Background: an optimization exercise with open tools, aiming at small area and few clock cycles per item. Do not read the settings as production practice.
In this exercise RTL edits were held to simulation tests only and were not proved equivalent to the original.

**run.sh**
```bash
#!/bin/bash
# synth_recipe.tcl (not shown) runs the flow's synth.tcl, then flattens the netlist and writes it again
# the make line also repeats each setting of config.mk as NAME=value (left out here)
make -C /OpenROAD-flow-scripts/flow DESIGN_CONFIG=/design/flow/config.mk WORK_HOME=/design/flow/orfs CLKGATE_MAP_FILE= SYNTH_SCRIPT=/design/flow/synth_recipe.tcl finish
```
**config.mk**
```make
export PLATFORM = sky130hd
export DESIGN_NAME = aes128_core
export DESIGN_NICKNAME = aes128_core
export VERILOG_FILES = /design/flow/design.v
export SDC_FILE = /design/flow/constraint.sdc
export NUM_CORES = 8
export LEC_CHECK = 0
export CAP_MARGIN = 20
export CORE_MARGIN = 2
export CORE_UTILIZATION = 45
export PLACE_DENSITY = 0.55
export SLEW_MARGIN = 20
export SYNTH_HIERARCHICAL = 1
export SYNTH_MINIMUM_KEEP_SIZE = 0
```
**constraint.sdc**
```tcl
create_clock -name core_clock -period 8.0 [get_ports {clk}]
set_input_delay 1.6000 -clock core_clock [delete_from_list [all_inputs] [get_ports {clk}]]
set_output_delay 1.6000 -clock core_clock [all_outputs]
set_load 0.01 [all_outputs]
```
**design.v**
```verilog
module aes_sbox (
  input  wire [7:0] in,
  output wire [7:0] out
);
  wire U0 = in[7], U1 = in[6], U2 = in[5], U3 = in[4], U4 = in[3], U5 = in[2], U6 = in[1], U7 = in[0];
  wire T1, T2, T3, T4, T5, T6, T7, T8, T9, T10, T11, T12, T13, T14, T15, T16;
  wire T17, T18, T19, T20, T21, T22, T23, T24, T25, T26, T27, M1, M2, M3, M4, M5;
  wire M6, M7, M8, M9, M10, M11, M12, M13, M14, M15, M16, M17, M18, M19, M20, M21;
  wire M22, M23, M24, M25, M26, M27, M28, M29, M30, M31, M32, M33, M34, M35, M36, M37;
  wire M38, M39, M40, M41, M42, M43, M44, M45, M46, M47, M48, M49, M50, M51, M52, M53;
  wire M54, M55, M56, M57, M58, M59, M60, M61, M62, M63, L0, L1, L2, L3, L4, L5;
  wire L6, L7, L8, L9, L10, L11, L12, L13, L14, L15, L16, L17, L18, L19, L20, L21;
  wire L22, L23, L24, L25, L26, L27, L28, L29;
  g_xor2 u_t1 (.a(U0), .b(U3), .y(T1));
  g_xor2 u_t2 (.a(U0), .b(U5), .y(T2));
  g_xor2 u_t3 (.a(U0), .b(U6), .y(T3));
  g_xor2 u_t4 (.a(U3), .b(U5), .y(T4));
  g_xor2 u_t5 (.a(U4), .b(U6), .y(T5));
  g_xor2 u_t6 (.a(T1), .b(T5), .y(T6));
  g_xor2 u_t7 (.a(U1), .b(U2), .y(T7));
  g_xor2 u_t8 (.a(U7), .b(T6), .y(T8));
  g_xor2 u_t9 (.a(U7), .b(T7), .y(T9));
  g_xor2 u_t10 (.a(T6), .b(T7), .y(T10));
  g_xor2 u_t11 (.a(U1), .b(U5), .y(T11));
  g_xor2 u_t12 (.a(U2), .b(U5), .y(T12));
  g_xor2 u_t13 (.a(T3), .b(T4), .y(T13));
  g_xor2 u_t14 (.a(T6), .b(T11), .y(T14));
  g_xor2 u_t15 (.a(T5), .b(T11), .y(T15));
  g_xor2 u_t16 (.a(T5), .b(T12), .y(T16));
  g_xor2 u_t17 (.a(T9), .b(T16), .y(T17));
  g_xor2 u_t18 (.a(U3), .b(U7), .y(T18));
  g_xor2 u_t19 (.a(T7), .b(T18), .y(T19));
  g_xor2 u_t20 (.a(T1), .b(T19), .y(T20));
  g_xor2 u_t21 (.a(U6), .b(U7), .y(T21));
  g_xor2 u_t22 (.a(T7), .b(T21), .y(T22));
  g_xor2 u_t23 (.a(T2), .b(T22), .y(T23));
  g_xor2 u_t24 (.a(T2), .b(T10), .y(T24));
  g_xor2 u_t25 (.a(T20), .b(T17), .y(T25));
  g_xor2 u_t26 (.a(T3), .b(T16), .y(T26));
  g_xor2 u_t27 (.a(T1), .b(T12), .y(T27));
  g_nand2 u_m1 (.a(T13), .b(T6), .y(M1));
  g_nand2 u_m2 (.a(T23), .b(T8), .y(M2));
  g_xnor2 u_m3 (.a(T14), .b(M1), .y(M3));
  g_nand2 u_m4 (.a(T19), .b(U7), .y(M4));
  g_xor2 u_m5 (.a(M4), .b(M1), .y(M5));
  g_nand2 u_m6 (.a(T3), .b(T16), .y(M6));
  g_nand2 u_m7 (.a(T22), .b(T9), .y(M7));
  g_xnor2 u_m8 (.a(T26), .b(M6), .y(M8));
  g_nand2 u_m9 (.a(T20), .b(T17), .y(M9));
  g_xor2 u_m10 (.a(M9), .b(M6), .y(M10));
  g_nand2 u_m11 (.a(T1), .b(T15), .y(M11));
  g_nand2 u_m12 (.a(T4), .b(T27), .y(M12));
  g_xor2 u_m13 (.a(M12), .b(M11), .y(M13));
  g_nand2 u_m14 (.a(T2), .b(T10), .y(M14));
  g_xor2 u_m15 (.a(M14), .b(M11), .y(M15));
  g_xnor2 u_m16 (.a(M3), .b(M2), .y(M16));
  g_xor2 u_m17 (.a(M5), .b(T24), .y(M17));
  g_xnor2 u_m18 (.a(M8), .b(M7), .y(M18));
  g_xor2 u_m19 (.a(M10), .b(M15), .y(M19));
  g_xor2 u_m20 (.a(M16), .b(M13), .y(M20));
  g_xor2 u_m21 (.a(M17), .b(M15), .y(M21));
  g_xor2 u_m22 (.a(M18), .b(M13), .y(M22));
  g_xor2 u_m23 (.a(M19), .b(T25), .y(M23));
  g_xnor2 u_m24 (.a(M22), .b(M23), .y(M24));
  g_nand2 u_m25 (.a(M22), .b(M20), .y(M25));
  g_xor2 u_m26 (.a(M21), .b(M25), .y(M26));
  g_xnor2 u_m27 (.a(M20), .b(M21), .y(M27));
  g_xor2 u_m28 (.a(M23), .b(M25), .y(M28));
  g_nor2 u_m29 (.a(M28), .b(M27), .y(M29));
  g_nor2 u_m30 (.a(M26), .b(M24), .y(M30));
  g_nand2 u_m31 (.a(M20), .b(M23), .y(M31));
  g_nor2 u_m32 (.a(M27), .b(M31), .y(M32));
  g_xor2 u_m33 (.a(M27), .b(M25), .y(M33));
  g_nand2 u_m34 (.a(M21), .b(M22), .y(M34));
  g_nor2 u_m35 (.a(M24), .b(M34), .y(M35));
  g_xor2 u_m36 (.a(M24), .b(M25), .y(M36));
  g_xor2 u_m37 (.a(M21), .b(M29), .y(M37));
  g_xor2 u_m38 (.a(M32), .b(M33), .y(M38));
  g_xor2 u_m39 (.a(M23), .b(M30), .y(M39));
  g_xor2 u_m40 (.a(M35), .b(M36), .y(M40));
  g_xor2 u_m41 (.a(M38), .b(M40), .y(M41));
  g_xor2 u_m42 (.a(M37), .b(M39), .y(M42));
  g_xor2 u_m43 (.a(M37), .b(M38), .y(M43));
  g_xor2 u_m44 (.a(M39), .b(M40), .y(M44));
  g_xor2 u_m45 (.a(M42), .b(M41), .y(M45));
  g_nand2 u_m46 (.a(M44), .b(T6), .y(M46));
  g_nand2 u_m47 (.a(M40), .b(T8), .y(M47));
  g_nand2 u_m48 (.a(M39), .b(U7), .y(M48));
  g_nand2 u_m49 (.a(M43), .b(T16), .y(M49));
  g_nand2 u_m50 (.a(M38), .b(T9), .y(M50));
  g_nand2 u_m51 (.a(M37), .b(T17), .y(M51));
  g_nand2 u_m52 (.a(M42), .b(T15), .y(M52));
  g_nand2 u_m53 (.a(M45), .b(T27), .y(M53));
  g_nand2 u_m54 (.a(M41), .b(T10), .y(M54));
  g_nand2 u_m55 (.a(M44), .b(T13), .y(M55));
  g_nand2 u_m56 (.a(M40), .b(T23), .y(M56));
  g_nand2 u_m57 (.a(M39), .b(T19), .y(M57));
  g_nand2 u_m58 (.a(M43), .b(T3), .y(M58));
  g_nand2 u_m59 (.a(M38), .b(T22), .y(M59));
  g_nand2 u_m60 (.a(M37), .b(T20), .y(M60));
  g_nand2 u_m61 (.a(M42), .b(T1), .y(M61));
  g_nand2 u_m62 (.a(M45), .b(T4), .y(M62));
  g_nand2 u_m63 (.a(M41), .b(T2), .y(M63));
  g_xor2 u_l0 (.a(M61), .b(M62), .y(L0));
  g_xor2 u_l1 (.a(M50), .b(M56), .y(L1));
  g_xor2 u_l2 (.a(M46), .b(M48), .y(L2));
  g_xor2 u_l3 (.a(M47), .b(M55), .y(L3));
  g_xor2 u_l4 (.a(M54), .b(M58), .y(L4));
  g_xor2 u_l5 (.a(M49), .b(M61), .y(L5));
  g_xnor2 u_l6 (.a(M62), .b(L5), .y(L6));
  g_xnor2 u_l7 (.a(M46), .b(L3), .y(L7));
  g_xor2 u_l8 (.a(M51), .b(M59), .y(L8));
  g_xor2 u_l9 (.a(M52), .b(M53), .y(L9));
  g_xnor2 u_l10 (.a(M53), .b(L4), .y(L10));
  g_xnor2 u_l11 (.a(M60), .b(L2), .y(L11));
  g_xor2 u_l12 (.a(M48), .b(M51), .y(L12));
  g_xnor2 u_l13 (.a(M50), .b(L0), .y(L13));
  g_xor2 u_l14 (.a(M52), .b(M61), .y(L14));
  g_xnor2 u_l15 (.a(M55), .b(L1), .y(L15));
  g_xnor2 u_l16 (.a(M56), .b(L0), .y(L16));
  g_xnor2 u_l17 (.a(M57), .b(L1), .y(L17));
  g_xnor2 u_l18 (.a(M58), .b(L8), .y(L18));
  g_xnor2 u_l19 (.a(M63), .b(L4), .y(L19));
  g_xor2 u_l20 (.a(L0), .b(L1), .y(L20));
  g_xor2 u_l21 (.a(L1), .b(L7), .y(L21));
  g_xor2 u_l22 (.a(L3), .b(L12), .y(L22));
  g_xor2 u_l23 (.a(L18), .b(L2), .y(L23));
  g_xor2 u_l24 (.a(L15), .b(L9), .y(L24));
  g_xor2 u_l25 (.a(L6), .b(L10), .y(L25));
  g_xor2 u_l26 (.a(L7), .b(L9), .y(L26));
  g_xor2 u_l27 (.a(L8), .b(L10), .y(L27));
  g_xor2 u_l28 (.a(L11), .b(L14), .y(L28));
  g_xor2 u_l29 (.a(L11), .b(L17), .y(L29));
  g_xor2 u_s0 (.a(L6), .b(L24), .y(out[7]));
  g_xnor2 u_s1 (.a(L16), .b(L26), .y(out[6]));
  g_xnor2 u_s2 (.a(L19), .b(L28), .y(out[5]));
  g_xor2 u_s3 (.a(L6), .b(L21), .y(out[4]));
  g_xor2 u_s4 (.a(L20), .b(L22), .y(out[3]));
  g_xor2 u_s5 (.a(L25), .b(L29), .y(out[2]));
  g_xnor2 u_s6 (.a(L13), .b(L27), .y(out[1]));
  g_xnor2 u_s7 (.a(L6), .b(L23), .y(out[0]));
endmodule
module g_xor2  (input wire a, input wire b, output wire y); assign y = a ^ b;    endmodule
module g_xnor2 (input wire a, input wire b, output wire y); assign y = ~(a ^ b); endmodule
module g_nand2 (input wire a, input wire b, output wire y); assign y = ~(a & b); endmodule
module g_nor2  (input wire a, input wire b, output wire y); assign y = ~(a | b); endmodule
module aes128_core (
  input  wire         clk,
  input  wire         rst,         
  input  wire         in_valid,
  output wire         in_ready,
  input  wire [127:0] in_key,
  input  wire [127:0] in_block,
  output reg          out_valid,
  input  wire         out_ready,
  output wire [127:0] out_block
);
  localparam integer K     = 1;           
  localparam integer STEPS = 10 / K;      
  reg         busy;
  reg  [3:0]  step;        
  reg [127:0] state;
  reg [127:0] rkey;        
  wire accept = in_valid && in_ready;
  assign in_ready  = !busy && (!out_valid || out_ready);
  assign out_block = state;
  wire [127:0] s_in = busy ? state : (in_block ^ in_key);
  wire [127:0] k_in = busy ? rkey  : in_key;
  function [7:0] rcon_of;
    input integer r;
    begin
      case (r)
        1: rcon_of = 8'h01;  2: rcon_of = 8'h02;  3: rcon_of = 8'h04;
        4: rcon_of = 8'h08;  5: rcon_of = 8'h10;  6: rcon_of = 8'h20;
        7: rcon_of = 8'h40;  8: rcon_of = 8'h80;  9: rcon_of = 8'h1b;
        default: rcon_of = 8'h36;
      endcase
    end
  endfunction
  wire [127:0] s_mid [0:K];
  wire [127:0] k_mid [0:K];
  assign s_mid[0] = s_in;
  assign k_mid[0] = k_in;
  genvar j;
  generate
    for (j = 0; j < K; j = j + 1) begin : g_round
      reg [7:0] rcon;
      integer s;
      always @* begin
        rcon = 8'h00;
        for (s = 0; s < STEPS; s = s + 1)
          if (step == s) rcon = rcon_of(s * K + j + 1);
      end
      wire mix = (j != K - 1) || (step != STEPS - 1);
      aes_round u_round (
        .s_in(s_mid[j]), .k_in(k_mid[j]), .rcon(rcon), .mix(mix),
        .s_out(s_mid[j+1]), .k_out(k_mid[j+1])
      );
    end
  endgenerate
  always @(posedge clk) begin
    if (rst) begin
      busy      <= 1'b0;
      step      <= 4'd0;
      out_valid <= 1'b0;
    end else begin
      if (out_valid && out_ready)
        out_valid <= 1'b0;
      if (accept) begin
        busy <= (STEPS > 1);
        step <= (STEPS > 1) ? 4'd1 : 4'd0;
        if (STEPS == 1) out_valid <= 1'b1;
      end else if (busy) begin
        if (step == STEPS - 1) begin
          busy      <= 1'b0;
          step      <= 4'd0;
          out_valid <= 1'b1;
        end else begin
          step <= step + 4'd1;
        end
      end
    end
  end
  always @(posedge clk) begin
    if (accept || busy)
      state <= s_mid[K];
    rkey <= k_mid[K];
  end
endmodule
module aes_round (
  input  wire [127:0] s_in,
  input  wire [127:0] k_in,
  input  wire [7:0]   rcon,
  input  wire         mix,
  output wire [127:0] s_out,
  output wire [127:0] k_out
);
  genvar i, b;
  wire [31:0] kw0 = k_in[127:96];
  wire [31:0] kw1 = k_in[95:64];
  wire [31:0] kw2 = k_in[63:32];
  wire [31:0] kw3 = k_in[31:0];
  wire [31:0] rot = {kw3[23:0], kw3[31:24]};
  wire [31:0] sub;
  wire [31:0] nw0, nw1, nw2, nw3, t0;
  generate
    for (i = 0; i < 4; i = i + 1) begin : g_ks
      aes_sbox u_sbox (.in(rot[31-8*i -: 8]), .out(sub[31-8*i -: 8]));
    end
    for (b = 0; b < 32; b = b + 1) begin : g_kx
      if (b >= 24) begin : g_rc
        g_xor2 u_rc (.a(kw0[b]), .b(rcon[b-24]), .y(t0[b]));
      end else begin : g_norc
        assign t0[b] = kw0[b];
      end
      g_xor2 u_w0 (.a(t0[b]),  .b(sub[b]), .y(nw0[b]));
      g_xor2 u_w1 (.a(kw1[b]), .b(nw0[b]), .y(nw1[b]));
      g_xor2 u_w2 (.a(kw2[b]), .b(nw1[b]), .y(nw2[b]));
      g_xor2 u_w3 (.a(kw3[b]), .b(nw2[b]), .y(nw3[b]));
    end
  endgenerate
  assign k_out = {nw0, nw1, nw2, nw3};
  wire [127:0] sb;
  generate
    for (i = 0; i < 16; i = i + 1) begin : g_sub
      aes_sbox u_sbox (.in(s_in[127-8*i -: 8]), .out(sb[127-8*i -: 8]));
    end
  endgenerate
  wire [127:0] sr;
  generate
    for (i = 0; i < 16; i = i + 1) begin : g_shift
      localparam integer R = i % 4;
      localparam integer C = i / 4;
      localparam integer SRC = 4 * ((C + R) % 4) + R;
      assign sr[127-8*i -: 8] = sb[127-8*SRC -: 8];
    end
  endgenerate
  generate
    for (i = 0; i < 4; i = i + 1) begin : g_mix
      wire [31:0] a = sr[127-32*i -: 32];
      wire [31:0] k = k_out[127-32*i -: 32];
      wire [31:0] u;        
      wire [31:0] x;        
      wire [7:0]  t;
      wire [31:0] f, g, h;
      for (b = 0; b < 4; b = b + 1) begin : g_byte
        localparam integer HI = 31 - 8*b;             
        localparam integer NX = 31 - 8*((b + 1) % 4);  
        wire [7:0] ub = u[HI -: 8];
        genvar n;
        for (n = 0; n < 8; n = n + 1) begin : g_u
          g_xor2 u_u (.a(a[HI-7+n]), .b(a[NX-7+n]), .y(u[HI-7+n]));
        end
        assign x[HI-7]   = ub[7];
        g_xor2 u_x1 (.a(ub[0]), .b(ub[7]), .y(x[HI-6]));
        assign x[HI-5]   = ub[1];
        g_xor2 u_x3 (.a(ub[2]), .b(ub[7]), .y(x[HI-4]));
        g_xor2 u_x4 (.a(ub[3]), .b(ub[7]), .y(x[HI-3]));
        assign x[HI:HI-2] = ub[6:4];
        for (n = 0; n < 8; n = n + 1) begin : g_o
          g_xor2  u_f (.a(t[n]), .b(x[HI-7+n]), .y(f[HI-7+n]));
          g_nand2 u_g (.a(f[HI-7+n]), .b(mix), .y(g[HI-7+n]));
          g_xor2  u_h (.a(a[HI-7+n]), .b(k[HI-7+n]), .y(h[HI-7+n]));
          g_xnor2 u_o (.a(g[HI-7+n]), .b(h[HI-7+n]), .y(s_out[127-32*i-(31-HI)-7+n]));
        end
      end
      for (b = 0; b < 8; b = b + 1) begin : g_t
        g_xor2 u_t (.a(u[24+b]), .b(u[8+b]), .y(t[b]));
      end
    end
  endgenerate
endmodule
```
==> metrics.csv, run 1 <==
stage;metric;value;unit
outcome;status;no timing/DRC/antenna violations;
synthesis;Synth cell types;29;
cts;Clock Path Buffers;3;
cts;clock latency on the worst-skew pair;560;ps
timing;WHS;568;ps
setup_path;slowest stage cell, crit path;clkdlybuf4s50_1;
setup_path;CP startpoint kind;input pin;
timing;Pins Over Slew Limit;0;
global_route;initial antenna violation count;3;
synthesis;Avg Cell Area, Syn;8.56;um2
timing;Max-slew headroom;31.5;%
drt;DRC;0;
cells_and_area;commonest non-fill, non-tap cells in the layout;xor2_1 (2,063), buf_4 (1,102), nand2_1 (859);
synthesis;post-synth top area cell;xor2_1;
setup_path;FF-to-FF End;state[27]$_DFFE_PP_;
drt;Avg WL per Cell;18.9;um
drt;Post-DRT Antenna Nets;0;
cts;CTS root buf;clkbuf_16;
synthesis;Seq/Total Area, Yosys;17.8;%
floorplanning;initial core utilization;45.5;%
setup_path;Critical Path Start;in_key[18];
placement;Routability Congestion;0.963;
timing;Final min period;7600;ps
global_route;GRT overflow;0;
drt;Pre-antenna DRT Iters;6;
setup_path;Setup Crit Path Kind;input pin to register;
setup_path;Worst EP arrival;7900;ps
synthesis;Synth Cell Area;36600;um2
min_path;HP Class;register to register;
cells_and_area;layout cell share with drive strength beyond 1;22.7;%
floorplanning;die area;83700;um2
placement;dpl cell area;49900;um2
drt;DR iter-0 viols;1768;
setup_path;CP Cell Sequence;clkdlybuf4s50_1 -> mux2_2 -> xor2_1 -> xor2_1 -> nand2_1 -> xor2_1 -> xor2_1 -> xor2_1 -> xnor2_1 -> xor2_1 -> xor2_1 -> xor2_1 -> xor2_1 -> nand2_1 -> xor2_1 -> buf_4 -> xor2_1 -> xor2_2 -> xor2_2 -> xor2_4 -> xor2_4 -> xor2_1 -> xor2_1 -> xnor2_1;
placement;hpwl dp;111000;um
synthesis;Mapped Nets;4540;
drt;DR vias;31900;
cells_and_area;design area;51300;um2
global_route;first-pass GRT wire length;192000;um
placement;IO buf count;389;
timing;Worst Skew;22.7;ps
cells_and_area;Nets;6024;
timing;crit share post-route;95.0;%
timing;Worst Max-Slew Pin Slew;1030;ps
cts;H-tree depth;2;
timing;final setup fails;0;
setup_path;CP endpoint;state[27]$_DFFE_PP_;
cts;CTS sink cnt;262;
timing;Fmax;0.132;GHz
cts;clock slew at reported path FFs;60;ps
cells_and_area;most common cell after layout, fill and taps aside;xor2_1;
setup_path;Max stage delay on crit path;470;ps
synthesis;FF+latch count, synth;262;
setup_path;Worst Setup End Kind;register;
cells_and_area;Layout area overhead;40.1;%
synthesis;Ys Warns;7;
global_route;gr usage total;30.4;%
floorplanning;CORE AREA;80500;um2
cells_and_area;end-of-flow core utilization;63.7;%
drt;DRT Wirelength;130000;um
setup_path;R2R cell count;24;
floorplanning;io pins;390;
cts;cts hold-fix bufs;0;
setup_path;Reg-to-Reg Start;busy$_SDFF_PP0_;
synthesis;Post-Syn Instances;4280;
floorplanning;Die Y;289;um
global_route;largest net degree at the start of global routing;81;
floorplanning;Rows;104;
setup_path;CP Max Fanout;5;
synthesis;top cells by area, synth;xor2_1 (50%), xnor2_1 (16%), edfxtp_1 (10%), nand2_1 (8.8%), dfxtp_1 (7.3%);
run;max cap viols;0;
cts;CTS tree;built;
setup_path;R2R setup slack;670;ps
global_route;vias in the first global route;32300;
drt;vias per std cell;4.66;
floorplanning;Chip Width;289;um
setup_path;Crit path required time;8300;ps
setup_path;crit-path most repeated cell;xor2_1;
synthesis;area share of the largest cell type after synthesis;49.8;%
cts;total CTS buffers;35;
timing;final hold vios;0;
-- cell families (layout without fill, tap and decap cells) --
kind of cell | count (synthesis) | in the layout | share of synthesized area [%]
AO/OA/AOI/OAI | 138 | 138 | 1.95
XOR/XNOR | 2739 | 2739 | 65.5
buffers and inverters | 48 | 1557 | 0.724
flip-flops | 262 | 262 | 17.8
multiplexers | 128 | 128 | 3.94
other | 0 | 2 | 0
AND/OR/NAND/NOR | 965 | 965 | 10.1
-- synthesized netlist by cell type (all sizes together) --
cell	instances
nor2b	3
a21oi	3
a41oi	1
nand2b	3
and3	1
a211oi	2
buf	34
nand4bb	1
nor2	87
xor2	2082
edfxtp	128
nand3b	1
o21ai	130
mux2	128
clkbuf	14
nand3	1
nand2	859
nor3b	2
or2	1
a2bb2oi	1
o21ba	1
and4b	2
or3b	1
nor3	3
xnor2	657
dfxtp	134
-- Yosys stat by module, one instance, submodules excluded, a selection --
module | times used | cells inside | area, um2
g_nor2 | 80 | 1 | 3.75
g_nand2 | 728 | 1 | 3.75
g_xor2 | 2080 | 1 | 8.76
aes128_core | 1 | 864 | 10700
g_xnor2 | 528 | 1 | 8.76
-- layer usage --
| metal | wire length (um) | vias to the layer above | GRT usage (%) |
|---|---|---|---|
| met1 | 59600 | 14800 | 41.1 |
| met4 | 3450 | 0 | 7.85 |
| met5 | 0 | - | 0 |
| met3 | 6020 | 126 | 3.08 |
| li1 | - | 16300 | - |
| met2 | 60600 | 700 | 51.5 |
-- worst min-delay path by stage --
stage	cells after the start	startpoint	end
2_1_floorplan	2	rkey[11]$_DFF_P_	rkey[11]$_DFF_P_
3_3_place_gp	2	rkey[96]$_DFF_P_	rkey[96]$_DFF_P_
3_5_place_dp	2	rkey[96]$_DFF_P_	rkey[96]$_DFF_P_
4_1_cts	2	rkey[96]$_DFF_P_	rkey[96]$_DFF_P_
5_1_grt	2	rkey[96]$_DFF_P_	rkey[96]$_DFF_P_
6_report	2	rkey[96]$_DFF_P_	rkey[96]$_DFF_P_
-- final cells by class --
cell class | count | area [um2]
diodes | 2 | 5.00
clock buffers | 43 | 937
clock inverters | 19 | 173
fillers | 7284 | 29300
multi-input cells | 3970 | 30100
flip-flops and latches | 262 | 6530
well taps | 1060 | 1330
repair buffers | 1495 | 12200
-- critical path, delay by kind of cell --
| kind | cells | cell delay [ps] |
|---|---|---|
| buf+inv | 2 | 640 |
| simple gates | 2 | 270 |
| xor+xnor | 19 | 4990 |
| mux | 1 | 370 |
-- metrics by stage --
step	setup TNS (ps)	cells	setup slack, ps
finish	0	6851	400
global route	-15.9	6849	-15.9
CTS	0	6846	42.1
detailed placement	-8280	6784	-820
global placement	-7400	6784	-703
floorplan	0	4280	468
-- sequential cells by signal, indices dropped and copies added, names as in the netlist --
name and count:
step 4, busy 1, rkey 128, out_valid 1, state 128
-- what timing repair did --
item	4_1_cts	5_1_grt
endpoints found under the setup margin	5	37
pin swaps	0	5
gates resized for setup	4	26
gates cloned	0	0
buffers inserted	0	3
endpoints found under the hold margin	0	0
Testbench counts, summed over its fixed seeds: cycles 19,208, items 1,920.
==> run 2: changes to the inputs <==
--- a/design.v
+++ b/design.v
@@ -155,87 +155,74 @@
   input  wire         out_ready,
   output wire [127:0] out_block
 );
-  localparam integer K     = 1;           
-  localparam integer STEPS = 10 / K;      
   reg         busy;
-  reg  [3:0]  step;        
-  reg [127:0] state;
+  reg  [3:0]  round;       
+  reg [127:0] state;       
   reg [127:0] rkey;        
   wire accept = in_valid && in_ready;
-  assign in_ready  = !busy && (!out_valid || out_ready);
-  assign out_block = state;
-  wire [127:0] s_in = busy ? state : (in_block ^ in_key);
-  wire [127:0] k_in = busy ? rkey  : in_key;
-  function [7:0] rcon_of;
-    input integer r;
-    begin
-      case (r)
-        1: rcon_of = 8'h01;  2: rcon_of = 8'h02;  3: rcon_of = 8'h04;
-        4: rcon_of = 8'h08;  5: rcon_of = 8'h10;  6: rcon_of = 8'h20;
-        7: rcon_of = 8'h40;  8: rcon_of = 8'h80;  9: rcon_of = 8'h1b;
-        default: rcon_of = 8'h36;
-      endcase
-    end
-  endfunction
-  wire [127:0] s_mid [0:K];
-  wire [127:0] k_mid [0:K];
-  assign s_mid[0] = s_in;
-  assign k_mid[0] = k_in;
-  genvar j;
-  generate
-    for (j = 0; j < K; j = j + 1) begin : g_round
-      reg [7:0] rcon;
-      integer s;
-      always @* begin
-        rcon = 8'h00;
-        for (s = 0; s < STEPS; s = s + 1)
-          if (step == s) rcon = rcon_of(s * K + j + 1);
-      end
-      wire mix = (j != K - 1) || (step != STEPS - 1);
-      aes_round u_round (
-        .s_in(s_mid[j]), .k_in(k_mid[j]), .rcon(rcon), .mix(mix),
-        .s_out(s_mid[j+1]), .k_out(k_mid[j+1])
-      );
-    end
-  endgenerate
+  assign in_ready = !busy && (!out_valid || out_ready);
+  reg [7:0] rcon;
+  always @* begin
+    case (round)
+      4'd1:    rcon = 8'h01;
+      4'd2:    rcon = 8'h02;
+      4'd3:    rcon = 8'h04;
+      4'd4:    rcon = 8'h08;
+      4'd5:    rcon = 8'h10;
+      4'd6:    rcon = 8'h20;
+      4'd7:    rcon = 8'h40;
+      4'd8:    rcon = 8'h80;
+      4'd9:    rcon = 8'h1b;
+      default: rcon = 8'h36;
+    endcase
+  end
+  wire [127:0] s_next;     
+  wire [127:0] k_next;     
+  aes_round u_round (
+    .s_in(state), .k_in(rkey), .rcon(rcon),
+    .s_out(s_next), .s_last(out_block), .k_out(k_next)
+  );
   always @(posedge clk) begin
     if (rst) begin
       busy      <= 1'b0;
-      step      <= 4'd0;
+      round     <= 4'd0;
       out_valid <= 1'b0;
     end else begin
       if (out_valid && out_ready)
         out_valid <= 1'b0;
       if (accept) begin
-        busy <= (STEPS > 1);
-        step <= (STEPS > 1) ? 4'd1 : 4'd0;
-        if (STEPS == 1) out_valid <= 1'b1;
+        busy  <= 1'b1;
+        round <= 4'd1;
       end else if (busy) begin
-        if (step == STEPS - 1) begin
+        if (round == 4'd9) begin
           busy      <= 1'b0;
-          step      <= 4'd0;
+          round     <= 4'd0;
           out_valid <= 1'b1;
         end else begin
-          step <= step + 4'd1;
+          round <= round + 4'd1;
         end
       end
     end
   end
   always @(posedge clk) begin
-    if (accept || busy)
-      state <= s_mid[K];
-    rkey <= k_mid[K];
+    if (accept) begin
+      state <= in_block ^ in_key;
+      rkey  <= in_key;
+    end else if (busy) begin
+      state <= s_next;
+      rkey  <= k_next;
+    end
   end
 endmodule
 module aes_round (
   input  wire [127:0] s_in,
   input  wire [127:0] k_in,
   input  wire [7:0]   rcon,
-  input  wire         mix,
   output wire [127:0] s_out,
+  output wire [127:0] s_last,
   output wire [127:0] k_out
 );
-  genvar i, b;
+  genvar i, b, n;
   wire [31:0] kw0 = k_in[127:96];
   wire [31:0] kw1 = k_in[95:64];
   wire [31:0] kw2 = k_in[63:32];
@@ -276,32 +263,34 @@
     end
   endgenerate
   generate
+    for (b = 0; b < 128; b = b + 1) begin : g_ark
+      g_xor2 u_h (.a(sr[b]), .b(k_out[b]), .y(s_last[b]));
+    end
+  endgenerate
+  generate
     for (i = 0; i < 4; i = i + 1) begin : g_mix
       wire [31:0] a = sr[127-32*i -: 32];
-      wire [31:0] k = k_out[127-32*i -: 32];
+      wire [31:0] h = s_last[127-32*i -: 32];
       wire [31:0] u;        
       wire [31:0] x;        
       wire [7:0]  t;
-      wire [31:0] f, g, h;
+      wire [31:0] f;
       for (b = 0; b < 4; b = b + 1) begin : g_byte
-        localparam integer HI = 31 - 8*b;             
+        localparam integer HI = 31 - 8*b;              
         localparam integer NX = 31 - 8*((b + 1) % 4);  
         wire [7:0] ub = u[HI -: 8];
-        genvar n;
         for (n = 0; n < 8; n = n + 1) begin : g_u
           g_xor2 u_u (.a(a[HI-7+n]), .b(a[NX-7+n]), .y(u[HI-7+n]));
         end
-        assign x[HI-7]   = ub[7];
+        assign x[HI-7] = ub[7];
         g_xor2 u_x1 (.a(ub[0]), .b(ub[7]), .y(x[HI-6]));
-        assign x[HI-5]   = ub[1];
+        assign x[HI-5] = ub[1];
         g_xor2 u_x3 (.a(ub[2]), .b(ub[7]), .y(x[HI-4]));
         g_xor2 u_x4 (.a(ub[3]), .b(ub[7]), .y(x[HI-3]));
         assign x[HI:HI-2] = ub[6:4];
         for (n = 0; n < 8; n = n + 1) begin : g_o
-          g_xor2  u_f (.a(t[n]), .b(x[HI-7+n]), .y(f[HI-7+n]));
-          g_nand2 u_g (.a(f[HI-7+n]), .b(mix), .y(g[HI-7+n]));
-          g_xor2  u_h (.a(a[HI-7+n]), .b(k[HI-7+n]), .y(h[HI-7+n]));
-          g_xnor2 u_o (.a(g[HI-7+n]), .b(h[HI-7+n]), .y(s_out[127-32*i-(31-HI)-7+n]));
+          g_xor2 u_f (.a(t[n]), .b(x[HI-7+n]), .y(f[HI-7+n]));
+          g_xor2 u_o (.a(f[HI-7+n]), .b(h[HI-7+n]), .y(s_out[127-32*i-8*b-7+n]));
         end
       end
       for (b = 0; b < 8; b = b + 1) begin : g_t
--- a/config.mk
+++ b/config.mk
@@ -8,6 +8,7 @@
 export CAP_MARGIN = 20
 export CORE_MARGIN = 2
 export CORE_UTILIZATION = 45
+export GPL_TIMING_DRIVEN = 0
 export PLACE_DENSITY = 0.55
 export SLEW_MARGIN = 20
 export SYNTH_HIERARCHICAL = 1
==> metrics.csv, run 2 <==
stage;metric;value;unit;change
synthesis;commonest cells in the synthesized netlist;xor2_1 (2,336), nand2_1 (603), xnor2_1 (400), edfxtp_1 (256), mux2_2 (169);;
setup_path;slowest stage cell, crit path;edfxtp_1;;
run;max cap viols;0;;unchanged
timing;Max-slew headroom;40.9;%;+9.4 points
drt;DRT Wirelength;151000;um;+16%
drt;Avg WL per Cell;24.3;um;+29%
setup_path;crit-path most repeated cell;xor2_4;;
synthesis;area share of the largest cell type after synthesis;53.7;%;+3.9 points
timing;final hold vios;0;;unchanged
floorplanning;Die Y;295;um;+1.9%
cells_and_area;commonest non-fill, non-tap cells in the layout;xor2_1 (1,712), nand2_1 (553), buf_4 (443);;
floorplanning;initial core utilization;45.5;%;about the same
cts;cts hold-fix bufs;0;;unchanged
setup_path;R2R cell count;21;;-13%
cells_and_area;Nets;5290;;-12%
cells_and_area;Finished Layout Cells;6187;;-9.7%
timing;final setup fails;89;;+89
setup_path;Max stage delay on crit path;540;ps;+70 ps
setup_path;CP startpoint kind;register;;
placement;IO buf count;389;;unchanged
min_path;HP Class;register to register;;
synthesis;top cells by area, synth;xor2_1 (54%), edfxtp_1 (20%), xnor2_1 (9.2%), nand2_1 (5.9%), mux2_2 (5.0%);;
min_path;hold depth;2;;unchanged
timing;Fmax;0.114;GHz;-14%
setup_path;Worst EP arrival;7190;ps;-710 ps
synthesis;Synth Flop Type;edfxtp_1;;
cells_and_area;Layout area overhead;56.4;%;
global_route;largest net degree at the start of global routing;52;;-36%
synthesis;Ys Warns;7;;unchanged
synthesis;Avg Cell Area, Syn;9.49;um2;+11%
cts;clock slew at reported path FFs;50;ps;about the same
synthesis;Post-Syn Instances;4012;;-6.3%
drt;Pre-antenna DRT Iters;5;;-1
floorplanning;Chip Width;295;um;+1.9%
timing;crit share post-route;110;%;+15 points
setup_path;CP Max Fanout;3;;-2
synthesis;most numerous cell in the Yosys netlist;xor2_1;;
global_route;GRT overflow;0;;unchanged
setup_path;crit-path leading delay family;XOR/XNOR gates;;
timing;final setup TNS;-23120;ps;-23,120 ps
cts;CTS tree;built;;
drt;DRC;0;;unchanged
timing;final worst slack;-789;ps;-1190 ps
cells_and_area;most common cell after layout, fill and taps aside;xor2_1;;
timing;Final min period;8790;ps;+1190 ps
timing;Worst Max-Slew Pin Slew;883;ps;-144 ps
setup_path;Crit path depth;30;;+25%
placement;Inst Count DP;5541;;-18%
timing;Pins Over Slew Limit;0;;unchanged
cells_and_area;fillers;5947;;-18%
drt;vias per std cell;5.06;;+8.5%
timing;Worst Skew;35.9;ps;+13.2 ps
placement;hpwl dp;107000;um;-3.6%
global_route;first-pass GRT wire length;199000;um;+3.3%
placement;Routability Congestion;0.951;;-1.2%
cts;Clock Path Buffers;3;;unchanged
synthesis;Post-synth ARST share;0;%;unchanged
synthesis;post-synth top area cell;xor2_1;;
floorplanning;die area;87000;um2;+3.9%
cells_and_area;layout cell share with drive strength beyond 1;35.4;%;+13 points
cts;CTS sink cnt;262;;unchanged
cts;H-tree depth;2;;unchanged
setup_path;worst path bufs/invs;9;;+7
synthesis;FF+latch count, synth;262;;unchanged
floorplanning;CORE AREA;83700;um2;+3.9%
floorplanning;Rows;106;;+1.9%
placement;Setup Slack @ Placement;-2470;ps;-1650 ps
cells_and_area;ANT cells;0;;-2
cts;clock latency on the worst-skew pair;580;ps;+20 ps
floorplanning;io pins;390;;unchanged
timing;RSZ-0062 raised after global routing;true;;
setup_path;Crit path required time;6400;ps;-1900 ps
cells_and_area;multi-input logic area;39300;um2;+31%
cts;total CTS buffers;38;;+8.6%
drt;DR vias;31300;;-2.0%
setup_path;Worst Setup End Kind;output pin;;
setup_path;Setup Crit Path Kind;register to output pin;;
synthesis;Synth Cell Area;38100;um2;+4.0%
outcome;status;complete, but fails checks;;
drt;DR iter-0 viols;2253;;+27%
cts;CTS root buf;clkbuf_16;;
synthesis;Synth cell types;33;;+14%
global_route;vias in the first global route;31100;;-3.8%
drt;Post-DRT Antenna Nets;0;;unchanged
cells_and_area;largest registers;rkey (128), state (128), round (4);;
cells_and_area;register area;7810;um2;+20%
synthesis;EDFF count, synth;256;;+100%
global_route;initial antenna violation count;2;;-1
synthesis;Seq/Total Area, Yosys;20.5;%;+2.7 points
timing;WHS;581;ps;+13.6 ps
global_route;gr usage total;31.2;%;+0.80 points
outcome;Blocking Checks;negative setup slack;;
synthesis;Mapped Nets;4277;;-5.8%
[run 2: per-stage QoR]
stage,utilization (%),instance area (um2)
floorplan,-,38100
global route,71.1,59500
global placement,51.9,43400
CTS,64.9,54300
finish,71.1,59500
detailed placement,52.0,43500
[run 2: cells by family (layout without fill, tap and decap cells)]
logic type	Yosys count	after routing	synth area share, %
AO/OA/AOI/OAI	17	17	0.273
XOR/XNOR	2736	2736	62.9
adder cells (fa/ha/maj)	5	5	0.164
buffers and inverters	35	1076	0.614
flip-flops	262	262	20.5
multiplexers	258	258	8.48
AND/OR/NAND/NOR	699	699	7.03
[run 2: tightest hold or removal path, delay by kind of cell, from the launching register on]
kind             cells  cell delay, ps
flip-flops           1             370
AND/OR/NAND/NOR      1             100
AO/OA/AOI/OAI        1              60
[run 2: area by class of cell]
type                    count  area share [%]
multi-input cells        3715            65.9
plain buffers              32           0.374
clock buffers              43            1.66
inverters                   3          0.0189
flip-flops and latches    262            13.1
repair buffers            973            15.9
well taps                1134            2.38
clock inverters            25           0.597
[run 2: Yosys stat by module, one instance, submodules excluded, a selection]
module / flip-flops and latches / copies in the design / area, um2
g_xor2: 0 / 2208 / 8.76
g_xnor2: 0 / 400 / 8.76
g_nand2: 0 / 600 / 3.75
g_nor2: 0 / 80 / 3.75
aes128_core: 262 / 1 / 12700
[run 2: final timing paths]
check                              from               endpoint  slack (ps)
setup reg to reg    state[76]$_DFFE_PP_    state[11]$_DFFE_PP_         500
hold reg to reg   round[1]$_SDFFE_PP0P_  round[1]$_SDFFE_PP0P_         580
hold / removal    round[1]$_SDFFE_PP0P_  round[1]$_SDFFE_PP0P_         580
setup / recovery     rkey[27]$_DFFE_PP_           out_block[3]        -790
[run 2: per-layer routing]
metal | share of wire [%] | wire length, um | GRT usage, %
met1 | 40 | 60500 | 41.8
met4 | 6.6 | 9980 | 12.5
met5 | 0 | 0 | 0
met2 | 48 | 71600 | 51.6
met3 | 5.6 | 8470 | 3.18
[run 2: repair_timing]
action | CTS | global route
setup buffers | 388 | 196
gates resized for setup | 827 | 601
pin swaps | 265 | 255
setup endpoints to repair | 190 | 128
cloned | 0 | 0
Testbench counts of run 2, summed over its fixed seeds: cycles 19,208, items 1,920.
==> run 3: changes to the inputs <==
--- a/config.mk
+++ b/config.mk
@@ -8,7 +8,6 @@
 export CAP_MARGIN = 20
 export CORE_MARGIN = 2
 export CORE_UTILIZATION = 45
-export GPL_TIMING_DRIVEN = 0
 export PLACE_DENSITY = 0.55
 export SLEW_MARGIN = 20
 export SYNTH_HIERARCHICAL = 1
==> metrics.csv, run 3 <==
stage;metric;value;unit;change
outcome;status;complete, but fails checks;;
outcome;Blocking Checks;negative setup slack;;
synthesis;Seq/Total Area, Yosys;20.5;%;unchanged
drt;DRC;0;;unchanged
setup_path;slowest stage cell, crit path;edfxtp_1;;
setup_path;Worst Setup End Kind;output pin;;
synthesis;Synth cell types;33;;unchanged
cts;Clock Path Buffers;3;;unchanged
floorplanning;io pins;390;;unchanged
setup_path;Setup Crit Path Kind;register to output pin;;
synthesis;FF+latch count, synth;262;;unchanged
placement;Routability Congestion;0.962;;+1.1%
timing;RSZ-0062 raised after global routing;true;;
synthesis;commonest cells in the synthesized netlist;xor2_1 (2,336), nand2_1 (603), xnor2_1 (400), edfxtp_1 (256), mux2_2 (169);;
drt;Post-DRT Antenna Nets;0;;unchanged
synthesis;Mapped Nets;4277;;unchanged
setup_path;Worst EP arrival;6810;ps;-380 ps
drt;DRT Wirelength;140000;um;-6.8%
placement;dpl cell area;46600;um2;+7.1%
floorplanning;Die Y;295;um;unchanged
setup_path;FF-to-FF End;state[11]$_DFFE_PP_;;
setup_path;worst path bufs/invs;3;;-6
setup_path;R2R setup slack;760;ps;+260 ps
floorplanning;Chip Width;295;um;unchanged
cells_and_area;Layout area overhead;47.9;%;
drt;DR vias;30700;;-1.8%
setup_path;Crit path required time;6400;ps;about the same
timing;Fmax;0.119;GHz;+4.5%
timing;Final min period;8410;ps;-380 ps
global_route;largest net degree at the start of global routing;132;;+150%
cells_and_area;commonest non-fill, non-tap cells in the layout;xor2_1 (1,905), buf_4 (670), nand2_1 (558);;
drt;DR iter-0 viols;2264;;+0.49%
timing;final hold vios;0;;unchanged
synthesis;Ys Warns;7;;unchanged
placement;IO buf count;389;;unchanged
setup_path;CP Cell Sequence;xor2_2 -> buf_6 -> xor2_4 -> xor2_1 -> xnor2_1 -> xnor2_1 -> xor2_2 -> nand2_2 -> xor2_1 -> nor2_1 -> xor2_1 -> buf_4 -> xor2_4 -> xor2_2 -> nand2_2 -> xor2_4 -> xor2_1 -> xor2_1 -> xor2_1 -> xor2_2 -> xor2_1 -> xor2_1 -> xor2_1 -> buf_2;;
cells_and_area;Nets;5425;;+2.6%
global_route;GRT overflow;0;;unchanged
synthesis;Avg Cell Area, Syn;9.49;um2;unchanged
cells_and_area;fillers;6718;;+13%
global_route;gr usage total;30.1;%;-1.0 points
min_path;hold depth;2;;unchanged
drt;Pre-antenna DRT Iters;5;;unchanged
synthesis;area share of the largest cell type after synthesis;53.7;%;unchanged
synthesis;most numerous cell in the Yosys netlist;xor2_1;;
global_route;initial antenna violation count;5;;+3
synthesis;Post-Syn Instances;4012;;unchanged
timing;Worst Skew;39.0;ps;+3.13 ps
cells_and_area;design area;56300;um2;-5.4%
floorplanning;Rows;106;;unchanged
cells_and_area;largest registers;rkey (128), state (128), round (4);;
placement;Inst Count DP;5957;;+7.5%
min_path;min-delay src;round[1]$_SDFFE_PP0P_;;
floorplanning;CORE AREA;83700;um2;unchanged
setup_path;crit-path most repeated cell;xor2_1;;
placement;hpwl dp;110000;um;+2.8%
setup_path;CP startpoint kind;register;;
cts;CTS root buf;clkbuf_16;;
synthesis;EDFF count, synth;256;;unchanged
cells_and_area;layout cell share with drive strength beyond 1;32.3;%;-3.1 points
timing;crit share post-route;105;%;-4.8 points
drt;Avg WL per Cell;22.2;um;-8.9%
drt;vias per std cell;4.86;;-4.0%
cts;CTS tree;built;;
floorplanning;initial core utilization;45.5;%;unchanged
synthesis;post-synth top area cell;xor2_1;;
cells_and_area;Finished Layout Cells;6327;;+2.3%
setup_path;Max stage delay on crit path;440;ps;-100 ps
min_path;Hold EP;round[1]$_SDFFE_PP0P_;;
cts;clock slew at reported path FFs;60;ps;about the same
floorplanning;die area;87000;um2;unchanged
cts;CTS sink cnt;262;;unchanged
cells_and_area;ANT cells;0;;unchanged
timing;Max-slew headroom;27.5;%;-13 points
setup_path;R2R cell count;22;;+4.8%
global_route;first-pass GRT wire length;192000;um;-3.2%
run;max cap viols;0;;unchanged
cts;clock latency on the worst-skew pair;610;ps;+30 ps
synthesis;Synth Flop Type;edfxtp_1;;
synthesis;top cells by area, synth;xor2_1 (54%), edfxtp_1 (20%), xnor2_1 (9.2%), nand2_1 (5.9%), mux2_2 (5.0%);;
setup_path;Reg-to-Reg Start;state[73]$_DFFE_PP_;;
setup_path;CP Max Fanout;4;;+1
timing;final setup fails;30;;-66%
synthesis;Synth Cell Area;38100;um2;unchanged
min_path;HP Class;register to register;;
cts;H-tree depth;2;;unchanged
cells_and_area;most common cell after layout, fill and taps aside;xor2_1;;
timing;Pins Over Slew Limit;0;;unchanged
cts;total CTS buffers;42;;+11%
synthesis;Post-synth ARST share;0;%;unchanged
global_route;vias in the first global route;30400;;-2.2%
cts;cts hold-fix bufs;0;;unchanged
timing;Worst Max-Slew Pin Slew;1090;ps;+204 ps
timing;final worst slack;-408;ps;+380 ps
setup_path;crit-path leading delay family;XOR/XNOR gates;;
-- run 3: cell counts after synthesis --
Identical to the previous run, type by type.
-- run 3: routing by layer --
metal	up-vias	part of all wire [%]	GRT usage (%)
li1	14600	-	-
met1	15000	42	40.1
met2	986	47	49.4
met3	220	6.1	4.71
met4	4	4.5	10.8
met5	-	0.019	0
-- run 3: cells by family after synthesis --
family / after synthesis / synth area share, %
AO/OA/AOI/OAI: 17 / 0.273
multiplexers: 258 / 8.48
XOR/XNOR: 2736 / 62.9
AND/OR/NAND/NOR: 699 / 7.03
flip-flops: 262 / 20.5
buffers and inverters: 35 / 0.614
adder cells (fa/ha/maj): 5 / 0.164
-- run 3: stage by stage --
step	setup TNS (ps)	utilization (%)	setup slack [ps]	hold WS (ps)
6_report	-3810	67.3	-408	583
5_1_grt	-18890	67.3	-560	632
4_1_cts	-94.9	61.2	-41.6	583
3_5_place_dp	-1830	55.7	-413	574
3_3_place_gp	-1470	55.7	-351	562
2_1_floorplan	0	-	663	507
-- run 3: cell type report --
type	count	area [um2]	area share, %
multi-input combinational	3715	35700	63.4
timing repair buffer	1136	9890	17.6
sequential	262	7810	13.9
tap	1134	1420	2.52
clock buffer	47	1070	1.90
clock inverter	30	420	0.747
inverter	3	11.3	0.0200
-- run 3: worst register-to-register path, cell delays in order (launching register included) --
cell	delay (ps)
edfxtp_1	480
xor2_1	480
xor2_1	280
xor2_1	310
nand2_1	120
xor2_1	250
xor2_1	200
xor2_1	410
xnor2_1	240
xor2_1	280
xor2_2	350
xor2_1	310
xor2_1	220
nand2_1	140
xor2_1	450
xor2_1	270
xor2_2	340
buf_4	210
xor2_1	310
xor2_1	460
xor2_1	400
xor2_1	130
mux2_2	340
-- run 3: per-module statistics from Yosys, one instance, submodules excluded, a selection --
module,cells,copies in the design
g_xnor2,1,400
g_nor2,1,80
aes128_core,724,1
g_nand2,1,600
g_xor2,1,2208
-- run 3: how the worst max path moves through the flow --
stage | endpoint | slack (ps) | start | cells past startpoint
after floorplan | out_block[26] | 660 | rkey[20]$_DFFE_PP_ | 21
after global placement | out_block[9] | -350 | rkey[5]$_DFFE_PP_ | 23
after detailed placement | out_block[9] | -410 | rkey[4]$_DFFE_PP_ | 22
after CTS | out_block[13] | -40 | rkey[5]$_DFFE_PP_ | 28
after global routing | out_block[11] | -560 | rkey[3]$_DFFE_PP_ | 24
final | out_block[11] | -410 | rkey[3]$_DFFE_PP_ | 24
-- run 3: repair_timing --
| action | CTS | global route |
|---|---|---|
| setup endpoints to repair | 97 | 128 |
| pin swaps | 178 | 281 |
| setup buffers | 148 | 163 |
| resized for setup | 336 | 706 |
==> run 4: changes to the inputs <==
--- a/design.v
+++ b/design.v
@@ -161,26 +161,26 @@
   reg [127:0] rkey;        
   wire accept = in_valid && in_ready;
   assign in_ready = !busy && (!out_valid || out_ready);
-  reg [7:0] rcon;
+  reg [7:0] rcon;          
   always @* begin
     case (round)
-      4'd1:    rcon = 8'h01;
-      4'd2:    rcon = 8'h02;
-      4'd3:    rcon = 8'h04;
-      4'd4:    rcon = 8'h08;
-      4'd5:    rcon = 8'h10;
-      4'd6:    rcon = 8'h20;
-      4'd7:    rcon = 8'h40;
-      4'd8:    rcon = 8'h80;
-      4'd9:    rcon = 8'h1b;
+      4'd0:    rcon = 8'h01;
+      4'd1:    rcon = 8'h02;
+      4'd2:    rcon = 8'h04;
+      4'd3:    rcon = 8'h08;
+      4'd4:    rcon = 8'h10;
+      4'd5:    rcon = 8'h20;
+      4'd6:    rcon = 8'h40;
+      4'd7:    rcon = 8'h80;
+      4'd8:    rcon = 8'h1b;
       default: rcon = 8'h36;
     endcase
   end
+  wire [127:0] k_next;
+  aes_key_step u_key (.k_in(busy ? rkey : in_key), .rcon(rcon), .k_out(k_next));
   wire [127:0] s_next;     
-  wire [127:0] k_next;     
   aes_round u_round (
-    .s_in(state), .k_in(rkey), .rcon(rcon),
-    .s_out(s_next), .s_last(out_block), .k_out(k_next)
+    .s_in(state), .k_in(rkey), .s_out(s_next), .s_last(out_block)
   );
   always @(posedge clk) begin
     if (rst) begin
@@ -207,22 +207,19 @@
   always @(posedge clk) begin
     if (accept) begin
       state <= in_block ^ in_key;
-      rkey  <= in_key;
+      rkey  <= k_next;
     end else if (busy) begin
       state <= s_next;
       rkey  <= k_next;
     end
   end
 endmodule
-module aes_round (
-  input  wire [127:0] s_in,
+module aes_key_step (
   input  wire [127:0] k_in,
   input  wire [7:0]   rcon,
-  output wire [127:0] s_out,
-  output wire [127:0] s_last,
   output wire [127:0] k_out
 );
-  genvar i, b, n;
+  genvar i, b;
   wire [31:0] kw0 = k_in[127:96];
   wire [31:0] kw1 = k_in[95:64];
   wire [31:0] kw2 = k_in[63:32];
@@ -247,6 +244,14 @@
     end
   endgenerate
   assign k_out = {nw0, nw1, nw2, nw3};
+endmodule
+module aes_round (
+  input  wire [127:0] s_in,
+  input  wire [127:0] k_in,
+  output wire [127:0] s_out,
+  output wire [127:0] s_last
+);
+  genvar i, b, n;
   wire [127:0] sb;
   generate
     for (i = 0; i < 16; i = i + 1) begin : g_sub
@@ -264,7 +269,7 @@
   endgenerate
   generate
     for (b = 0; b < 128; b = b + 1) begin : g_ark
-      g_xor2 u_h (.a(sr[b]), .b(k_out[b]), .y(s_last[b]));
+      g_xor2 u_h (.a(sr[b]), .b(k_in[b]), .y(s_last[b]));
     end
   endgenerate
   generate
--- a/config.mk
+++ b/config.mk
@@ -8,6 +8,7 @@
 export CAP_MARGIN = 20
 export CORE_MARGIN = 2
 export CORE_UTILIZATION = 45
+export GPL_TIMING_DRIVEN = 0
 export PLACE_DENSITY = 0.55
 export SLEW_MARGIN = 20
 export SYNTH_HIERARCHICAL = 1
==> metrics.csv, run 4 <==
stage;metric;value;unit;change
run;max cap viols;0;;unchanged
placement;IO buf count;389;;unchanged
drt;DRC;0;;unchanged
cts;total CTS buffers;38;;-9.5%
setup_path;Worst EP arrival;6300;ps;-510 ps
drt;metal3 WL;6770;um;-21%
timing;Final min period;7900;ps;-513 ps
cells_and_area;Finished Layout Cells;5878;;-7.1%
floorplanning;io pins;390;;unchanged
global_route;gr usage total;29.9;%;-0.27 points
placement;Setup Slack @ Placement;-1320;ps;-904 ps
setup_path;CP Cell Sequence;xor2_4 -> xor2_4 -> xor2_1 -> nand2_1 -> xor2_2 -> xor2_1 -> xor2_2 -> buf_4 -> xnor2_1 -> xor2_1 -> xor2_2 -> xor2_2 -> xor2_1 -> nand2_1 -> xor2_2 -> buf_4 -> xnor2_1 -> xnor2_2 -> buf_4 -> xor2_2 -> clkdlybuf4s50_1;;
cells_and_area;most common cell after layout, fill and taps aside;xor2_1;;
timing;Worst Max-Slew Pin Slew;749;ps;-338 ps
synthesis;Post-synth ARST share;0;%;unchanged
placement;Routability Congestion;0.964;;+0.27%
cells_and_area;Nets;5031;;-7.3%
cells_and_area;commonest non-fill, non-tap cells in the layout;xor2_1 (1,730), nand2_1 (605), xnor2_1 (453);;
timing;Pins Over Slew Limit;0;;unchanged
drt;Post-DRT Antenna Nets;0;;unchanged
timing;Max-slew headroom;50.1;%;+23 points
cts;clock latency on the worst-skew pair;570;ps;-40 ps
timing;final setup TNS;0;ps;+3810 ps
drt;DR vias;29800;;-3.1%
setup_path;CP Max Fanout;5;;+1
timing;final setup fails;0;;-100%
timing;final worst slack;105;ps;+513 ps
cells_and_area;layout cell share with drive strength beyond 1;19.7;%;-13 points
drt;Avg WL per Cell;22.8;um;+2.9%
floorplanning;Die Y;293;um;-0.56%
cts;CTS tree;built;;
synthesis;Post-Syn Instances;4168;;+3.9%
synthesis;Seq/Total Area, Yosys;20.7;%;+0.24 points
synthesis;FF+latch count, synth;262;;unchanged
synthesis;Synth cell types;30;;-9.1%
drt;vias per std cell;5.06;;+4.3%
timing;crit share post-route;98.7;%;-6.4 points
timing;RSZ-0062 raised after global routing;true;;
timing;final hold vios;0;;unchanged
min_path;HP Class;register to register;;
drt;DRT Wirelength;134000;um;-4.4%
timing;Fmax;0.127;GHz;+6.5%
synthesis;EDFF count, synth;256;;unchanged
global_route;largest net degree at the start of global routing;54;;-59%
placement;hpwl dp;110000;um;about the same
cts;Clock Path Buffers;3;;unchanged
global_route;vias in the first global route;29300;;-3.6%
setup_path;crit-path most repeated cell;xor2_2;;
synthesis;Mapped Nets;4430;;+3.6%
drt;met2 WL;64400;um;-3.1%
synthesis;Synth Flop Type;edfxtp_1;;
synthesis;Avg Cell Area, Syn;9.03;um2;-4.8%
synthesis;Ys Warns;7;;unchanged
setup_path;Crit path required time;6400;ps;about the same
synthesis;top cells by area, synth;xor2_1 (51%), edfxtp_1 (20%), xnor2_1 (12%), nand2_1 (6.0%), mux2_2 (3.7%);;
floorplanning;CORE AREA;83300;um2;-0.48%
floorplanning;initial core utilization;45.2;%;-0.30 points
cells_and_area;design area;51000;um2;-9.5%
synthesis;area share of the largest cell type after synthesis;51.4;%;-2.4 points
drt;M1 WL;58800;um;-0.11%
global_route;first-pass GRT wire length;190000;um;-1.1%
global_route;GRT overflow;0;;unchanged
cts;CTS root buf;clkbuf_16;;
synthesis;commonest cells in the synthesized netlist;xor2_1 (2,208), nand2_1 (605), xnor2_1 (529), a21oi_1 (259), edfxtp_1 (256);;
global_route;initial antenna violation count;1;;-4
placement;Inst Count DP;5643;;-5.3%
placement;dpl cell area;43100;um2;-7.7%
synthesis;post-synth top area cell;xor2_1;;
outcome;status;no timing/DRC/antenna violations;;
synthesis;Synth Cell Area;37600;um2;-1.1%
cells_and_area;fillers;7287;;+8.5%
timing;WHS;666;ps;+83.1 ps
floorplanning;Rows;106;;unchanged
drt;uppermost layer routed;met4;;
floorplanning;Chip Width;293;um;-0.56%
floorplanning;die area;86000;um2;-1.1%
cts;CTS sink cnt;262;;unchanged
drt;DR iter-0 viols;1935;;-15%
setup_path;slowest stage cell, crit path;clkdlybuf4s50_1;;
cts;clock slew at reported path FFs;60;ps;about the same
cells_and_area;Layout area overhead;35.4;%;
cells_and_area;largest registers;rkey (128), state (128), round (4);;
setup_path;Max stage delay on crit path;580;ps;+140 ps
timing;Worst Skew;26.3;ps;-12.7 ps
setup_path;CP startpoint kind;register;;
cells_and_area;ANT cells;0;;unchanged
setup_path;Worst Setup End Kind;output pin;;
drt;Pre-antenna DRT Iters;5;;unchanged
cts;H-tree depth;2;;unchanged
synthesis;most numerous cell in the Yosys netlist;xor2_1;;
setup_path;Setup Crit Path Kind;register to output pin;;
==> run 4: cell count changes in the layout (fill, tap and decap cells not counted), moves of 87 or more <==
cell,before,now
xor2_1,1905,1730
xnor2_1,332,453
clkdlybuf4s50_1,297,389
buf_4,670,170
buf_6,88,1
a21oi_1,3,259
mux2_4,87,0
==> run 4: area by class of cell <==
cell class | count | area [um2] | area share [%]
clock buffer | 50 | 1060 | 2.08
inverter | 1 | 3.75 | 0.00736
timing repair buffer | 561 | 5380 | 10.5
buffer | 62 | 310 | 0.609
clock inverter | 19 | 200 | 0.393
tap | 1080 | 1350 | 2.65
sequential | 262 | 7810 | 15.3
multi-input combinational | 3843 | 34900 | 68.4
==> run 4: routing by layer <==
layer / GRT usage [%] / vias to the layer above
met1: 41.0 / 14700
met4: 7.73 / 0
li1: - / 14000
met5: 0 / -
met2: 50.4 / 907
met3: 2.81 / 159
==> run 4: cells by family (layout without fill, tap and decap cells) <==
logic type               Yosys count  after routing  share of synthesized area [%]
adder cells (fa/ha/maj)            2              2                         0.0665
XOR/XNOR                        2737           2737                           63.7
flip-flops                       262            262                           20.7
AO/OA/AOI/OAI                    269            269                           3.63
buffers and inverters             63            693                          0.834
AND/OR/NAND/NOR                  705            705                           7.17
multiplexers                     130            130                           3.89
==> run 4: critical path, delay by kind of cell, from the launching register on <==
kind / cells / cell delay (ps)
AND/OR/NAND/NOR: 2 / 350
flip-flops: 1 / 520
buffers and inverters: 4 / 1090
XOR/XNOR: 15 / 3740
==> run 4: Yosys stat by module (local to each module, per instance), excerpt <==
module       copies in the design  flops+latches  cell area, um2  cells
aes128_core                     1            262           12300    880
g_xnor2                       400              0            8.76      1
g_nor2                         80              0            3.75      1
g_xor2                       2208              0            8.76      1
g_nand2                       600              0            3.75      1
==> run 4: repair_timing <==
action                                  CTS  global route
hold buffers                              0             0
buffers inserted                         28           138
pin swaps                                10            99
endpoints found under the setup margin  190           193
resized for setup                       285           373
==> run 4: metrics by stage <==
step	utilization [%]
after global placement	51.5
after global routing	61.2
after CTS	56.1
final	61.2
after floorplan	-
after detailed placement	51.7
==> run 4: worst paths after layout <==
kind                                          start                    end  slack (ps)  cells after the start
worst max-delay path            state[39]$_DFFE_PP_           out_block[1]         100                     21
worst min-delay path                busy$_SDFF_PP0_  round[1]$_SDFFE_PP0P_         670                      3
worst max register to register      busy$_SDFF_PP0_      rkey[6]$_DFFE_PP_         450                     23
worst min register to register      busy$_SDFF_PP0_  round[1]$_SDFFE_PP0P_         670                      3
Testbench counts of run 4, summed over its fixed seeds: cycles 19,208, items 1,920.
==> run 5: changes to the inputs <==
--- a/config.mk
+++ b/config.mk
@@ -8,7 +8,6 @@
 export CAP_MARGIN = 20
 export CORE_MARGIN = 2
 export CORE_UTILIZATION = 45
-export GPL_TIMING_DRIVEN = 0
 export PLACE_DENSITY = 0.55
 export SLEW_MARGIN = 20
 export SYNTH_HIERARCHICAL = 1
==> metrics.csv, run 5 <==
stage;metric;value;unit;change
setup_path;CP Cell Sequence;xor2_2 -> xor2_1 -> xor2_1 -> xor2_1 -> xor2_1 -> xor2_1 -> xnor2_1 -> xor2_1 -> xor2_1 -> xor2_1 -> xor2_1 -> nand2_1 -> xor2_1 -> xor2_1 -> xor2_2 -> xor2_1 -> clkdlybuf4s50_1;;
drt;DRT Wirelength;136000;um;+1.4%
synthesis;Synth Flop Type;edfxtp_1;;
global_route;GRT overflow;0;;unchanged
timing;RSZ-0062 raised after global routing;true;;
drt;vias per std cell;5.04;;-0.52%
cts;CTS sink cnt;262;;unchanged
min_path;HP Class;register to register;;
synthesis;Post-Syn Instances;4168;;unchanged
timing;final hold vios;0;;unchanged
placement;Routability Congestion;0.958;;-0.59%
timing;final setup fails;0;;unchanged
synthesis;Avg Cell Area, Syn;9.03;um2;unchanged
cts;total CTS buffers;37;;-2.6%
synthesis;Mapped Nets;4430;;unchanged
drt;DR vias;29900;;+0.59%
cts;cts hold-fix bufs;0;;unchanged
synthesis;commonest cells in the synthesized netlist;xor2_1 (2,208), nand2_1 (605), xnor2_1 (529), a21oi_1 (259), edfxtp_1 (256);;
global_route;largest net degree at the start of global routing;105;;+94%
global_route;initial antenna violation count;2;;+1
timing;Worst Skew;34.5;ps;+8.22 ps
cells_and_area;most common cell after layout, fill and taps aside;xor2_1;;
cells_and_area;design area;48200;um2;-5.4%
placement;dpl cell area;44700;um2;+3.9%
timing;Pins Over Slew Limit;0;;unchanged
global_route;first-pass GRT wire length;196000;um;+2.9%
drt;Post-DRT Antenna Nets;0;;unchanged
setup_path;slowest stage cell, crit path;clkdlybuf4s50_1;;
floorplanning;CORE AREA;83300;um2;unchanged
timing;final setup TNS;0;ps;unchanged
global_route;gr usage total;30.6;%;+0.72 points
setup_path;crit-path leading delay family;XOR/XNOR gates;;
synthesis;post-synth top area cell;xor2_1;;
synthesis;Synth Area in Compound Gates;3.63;%;unchanged
setup_path;Setup Crit Path Kind;register to output pin;;
floorplanning;initial core utilization;45.2;%;unchanged
setup_path;CP startpoint kind;register;;
placement;IO buf count;389;;unchanged
synthesis;area fraction in and, or, nand and nor cells after synthesis;7.17;%;unchanged
placement;Inst Count DP;5855;;+3.8%
synthesis;EDFF count, synth;256;;unchanged
setup_path;Crit path required time;6400;ps;about the same
floorplanning;io pins;390;;unchanged
outcome;status;no timing/DRC/antenna violations;;
timing;crit share post-route;97.2;%;-1.5 points
synthesis;Ys Warns;7;;unchanged
synthesis;Seq/Total Area, Yosys;20.7;%;unchanged
synthesis;Post-synth ARST share;0;%;unchanged
setup_path;worst path bufs/invs;1;;-3
synthesis;top cells by area, synth;xor2_1 (51%), edfxtp_1 (20%), xnor2_1 (12%), nand2_1 (6.0%), mux2_2 (3.7%);;
timing;Final min period;7770;ps;-123 ps
synthesis;FF+latch count, synth;262;;unchanged
synthesis;largest family of logic cells by synthesized area;XOR/XNOR gates;;
synthesis;Synth cell types;30;;unchanged
cells_and_area;fillers;7563;;+3.8%
synthesis;Synth Cell Area;37600;um2;unchanged
synthesis;Synth Area in XOR/XNOR;63.7;%;unchanged
cells_and_area;Finished Layout Cells;5944;;+1.1%
floorplanning;Die Y;293;um;unchanged
setup_path;Worst EP arrival;6170;ps;-130 ps
cts;H-tree depth;2;;unchanged
setup_path;Worst Setup End Kind;output pin;;
cts;CTS root buf;clkbuf_16;;
drt;Avg WL per Cell;22.9;um;+0.29%
setup_path;Max stage delay on crit path;620;ps;+40 ps
drt;Pre-antenna DRT Iters;5;;unchanged
synthesis;most numerous cell in the Yosys netlist;xor2_1;;
timing;WHS;622;ps;-44.6 ps
==> run 5: path summary, 6_finish.rpt <==
check	startpoint	endpoint	slack, ps	cells after the start
setup / recovery	state[113]$_DFFE_PP_	out_block[23]	230	17
hold reg to reg	round[1]$_SDFFE_PP0P_	round[1]$_SDFFE_PP0P_	620	2
setup reg to reg	busy$_SDFF_PP0_	rkey[26]$_DFFE_PP_	980	24
hold / removal	round[1]$_SDFFE_PP0P_	round[1]$_SDFFE_PP0P_	620	2
==> run 5: metrics by stage <==
step / worst slack (ps)
6_report: 228
5_1_grt: -85.3
4_1_cts: 7.71
3_5_place_dp: -138
3_3_place_gp: -75.7
2_1_floorplan: 1250
==> run 5: repair_timing <==
action / in CTS / in global routing
endpoints found under the setup margin: 24 / 126
gates resized for setup: 13 / 249
setup buffers: 0 / 22
pin swaps: 0 / 31
cloned: 0 / 0
==> run 5: per-module statistics from Yosys (local to each module, per instance), excerpt <==
module / area, um2 / copies in the design / cells inside / flops+latches
aes128_core: 12300 / 1 / 880 / 262
g_xnor2: 8.76 / 400 / 1 / 0
g_xor2: 8.76 / 2208 / 1 / 0
g_nand2: 3.75 / 600 / 1 / 0
g_nor2: 3.75 / 80 / 1 / 0
==> run 5: logic make-up after synthesis <==
kind of cell | after synthesis
xor+xnor | 2737
simple gates | 705
compound gates | 269
flops | 262
mux | 130
buf+inv | 63
fa+ha+maj | 2
==> run 5: area by class of cell <==
cell class | count | area [um2] | area share [%]
multi-input cells | 3843 | 31600 | 65.5
flip-flops and latches | 262 | 7810 | 16.2
repair buffers | 691 | 6210 | 12.9
well taps | 1080 | 1350 | 2.80
clock buffers | 42 | 976 | 2.02
clock inverters | 24 | 258 | 0.535
inverters | 1 | 3.75 | 0.00779
diodes | 1 | 2.50 | 0.00519
==> run 5: worst min-delay path, delay by kind of cell (launching register included) <==
family           cells  cell delay [ps]
flip-flops           1              410
AND/OR/NAND/NOR      1               90
AO/OA/AOI/OAI        1               70
==> run 5: per-layer routing <==
layer  routed length [um]  GRT usage [%]  vias to the layer above
li1                     -              -                    14400
met1                61400           42.5                    14600
met2                63600           51.0                      877
met3                 6830           2.52                      158
met4                 4190           7.98                        0
met5                    0              0                        -

==> what the ideal ports hide <==
No port has a modelled driver above. Below, the same layouts with a new extraction and two added sets of constraints. Step 1 sets driving cells, clkbuf_16 on the clock port and buf_2 on the other inputs (assumed; they add their load-dependent delay and slew). Step 2 adds t to the input delays and takes it off the output delays; t is the mean of the earliest and latest rising clock arrival at the registers after step 1. Input paths then give back, and output paths get back, about the clock's delay inside the block. a / b / c = ideal ports / drivers / drivers and shift; a / b = the first two.
| run | t (ns) | setup slack, ns | worst setup path after step 2 |
|---|---|---|---|
| run 1 | 0.621 | 0.400 / 0.441 / -0.180 | input to register |
| run 2 | 0.633 | -0.789 / -0.856 / -0.222 | register to output |
| run 3 | 0.653 | -0.408 / -0.471 / 0.183 | register to output |
| run 4 | 0.627 | 0.105 / 0.035 / -0.352 | input to register |
| run 5 | 0.627 | 0.228 / 0.164 / -0.137 | input to register |
With both steps, setup timing fails in run 1, run 4 and run 5, where it was met with ideal ports. The setup slack of run 1, which loses most, moves by +0.041 ns with the drivers and by -0.580 ns with both steps.
